What follows belongs to an exercise in optimizing a design on an open flow for small area; a production flow would make more cautious choices.
Only simulation tests tie the RTL to the original design; equivalence was not proved.
Power and IR drop assume default switching activity.

==> flow/design.v (excerpt) <==
module eave_curve (
    input  wire         clk,
    input  wire         rst,         
    input  wire         tick,        
    input  wire [15:0]  i_ma,        
    input  wire         open_sw,     
    input  wire [1:0]   cool,        
    input  wire [255:0] mult,        
    input  wire [15:0]  iref,        
    input  wire [3:0]   acc_sel,     
    output reg          valid,       
    output reg          trip,
    output reg  [3:0]   point,
    output reg  [15:0]  over,        
    output reg  [28:0]  acc_rd       
);
==> flow/config.mk <==
export PLATFORM = sky130hd
export DESIGN_NAME = eave_curve
export DESIGN_NICKNAME = eave_curve
export VERILOG_FILES = /design/flow/design.v
export SDC_FILE = /design/flow/constraint.sdc
export NUM_CORES = 4
export LEC_CHECK = 0
export ABC_AREA = 1
export CAP_MARGIN = 20
export CORE_MARGIN = 2
export CORE_UTILIZATION = 40
export SLEW_MARGIN = 20
==> flow/constraint.sdc <==
create_clock -name core_clock -period 20.0 [get_ports {clk}]
set_input_delay 4.0000 -clock core_clock [delete_from_list [all_inputs] [get_ports {clk}]]
set_output_delay 4.0000 -clock core_clock [all_outputs]
set_load 0.01 [all_outputs]
run.sh (not shown) runs the stock make flow with config.mk's settings and CLKGATE_MAP_FILE= SYNTH_SCRIPT=/design/flow/synth_recipe.tcl, a recipe that flattens the netlist after the stock synthesis.
The starting point produced a clean layout.
Next try:
==> flow/flow/run.sh (new file) <==
#!/bin/bash
# The standard layout, with plain buf_1 cells as the port buffers and a
# clock tree of smaller buffers without dummy loads.
set -euo pipefail
bash standard.sh 'BUFFER_PORTS_ARGS=-buffer_cell sky130_fd_sc_hd__buf_1' \
  'CTS_ARGS=-sink_clustering_enable -repair_clock_nets -buf_list sky130_fd_sc_hd__clkbuf_4 -root_buf sky130_fd_sc_hd__clkbuf_8 -sink_clustering_size 8 -sink_clustering_max_diameter 50 -dont_use_dummy_load' \
  finish > flow.log 2>&1
==> flow/standard.sh (new file) <==
#!/bin/bash
# synth_recipe.tcl (not shown) runs the flow's synth.tcl, then flattens the netlist and writes it again
# the make line also repeats each setting of config.mk as NAME=value (left out here)
make -C /OpenROAD-flow-scripts/flow DESIGN_CONFIG=/design/flow/config.mk WORK_HOME=/design/flow/orfs CLKGATE_MAP_FILE= SYNTH_SCRIPT=/design/flow/synth_recipe.tcl "${@:-finish}"
removed: flow/run.sh
The changed run completed without violations; hold slack degrades by 0.042 ns; clock power came out lower by 47%; synthesized area does not change; worst setup slack gets better by 0.87 ns; flip-flop and latch count does not change; utilization went down by 7.5 points; sequential share of layout area is higher by 6.5 points; maximum frequency grows by 4.7%; wire length went down by 4.6%; power falls by 19%; first-iteration DRC count rose by 14%.
Next try:
==> flow/flow/run.sh (replaced) <==
#!/bin/bash
# The standard layout, with plain buf_1 cells as the port buffers.
set -euo pipefail
bash standard.sh 'BUFFER_PORTS_ARGS=-buffer_cell sky130_fd_sc_hd__buf_1' finish > flow.log 2>&1
Settings changed: CTS_BUF_LIST from default to sky130_fd_sc_hd__clkbuf_4.
Outcome: Critical path depth does not change. Via count climbs by 2.5%. Flip-flop and latch count is unchanged. Cell count climbs by 4.2%. Hold slack gets better by 0.0037 ns. Routed wire length climbs by 0.54%.
Next try:
==> flow/flow/run.sh (replaced) <==
#!/bin/bash
# The standard layout, with plain buf_1 cells as the port buffers and a
# clock tree of smaller buffers without dummy loads.
set -euo pipefail
bash standard.sh 'BUFFER_PORTS_ARGS=-buffer_cell sky130_fd_sc_hd__buf_1' \
  'CTS_ARGS=-sink_clustering_enable -repair_clock_nets -buf_list sky130_fd_sc_hd__clkbuf_8 -root_buf sky130_fd_sc_hd__clkbuf_8 -sink_clustering_size 16 -sink_clustering_max_diameter 60 -dont_use_dummy_load' \
  finish > flow.log 2>&1
Settings changed: CTS_BUF_LIST sky130_fd_sc_hd__clkbuf_4 to default.
Effect:
- The changed run passed the timing, DRC and antenna checks
- wire length drops by 0.91%
- worst setup slack got worse by 0.23 ns
- hold slack is better by 0.0075 ns
- power went down by 14%
- first-iteration DRC count decreases by 7.6%
- global-route usage goes down by 0.54 points
- combinational power hardly moves
- sequential power is about the same
- sequential share of layout area came out higher by 1.9 points
- design area fell by 4.0%
- die area is unchanged

-- separate check: timing with driven ports --
How much do the figures lean on ideal ports? The routed layouts below were timed once more, with nothing changed but the port constraints.
Step 1 sets driving cells, clkbuf_16 on the clock port and buf_2 on the other inputs (assumed; they add their load-dependent delay and slew).
Step 2 also shifts input and output timing later by t, the mid clock arrival at the registers, as if the neighbouring blocks saw the same clock.
a / b / c = ideal ports / drivers / drivers and shift; a / b = the first two.
| run | shift t [ns] | setup slack, ns | hold WS [ns] | worst data-port slew with drivers (ns) |
|---|---|---|---|---|
| the first run | 0.606 | 0.767 / 0.787 / 0.181 | 0.317 / 0.317 / 0.317 | 0.15 |
| the second run | 0.624 | 1.638 / 1.655 / 1.031 | 0.275 / 0.275 / 0.275 | 0.14 |
| the third run | 0.808 | 1.786 / 1.801 / 0.993 | 0.279 / 0.279 / 0.279 | 0.13 |
| the fourth run | 0.577 | 1.558 / 1.570 / 0.994 | 0.287 / 0.287 / 0.287 | 0.15 |
After both steps every run listed still meets setup and hold. For the third run, which loses most, drivers alone change the setup slack by +0.015 ns; drivers and shift together by -0.793 ns.
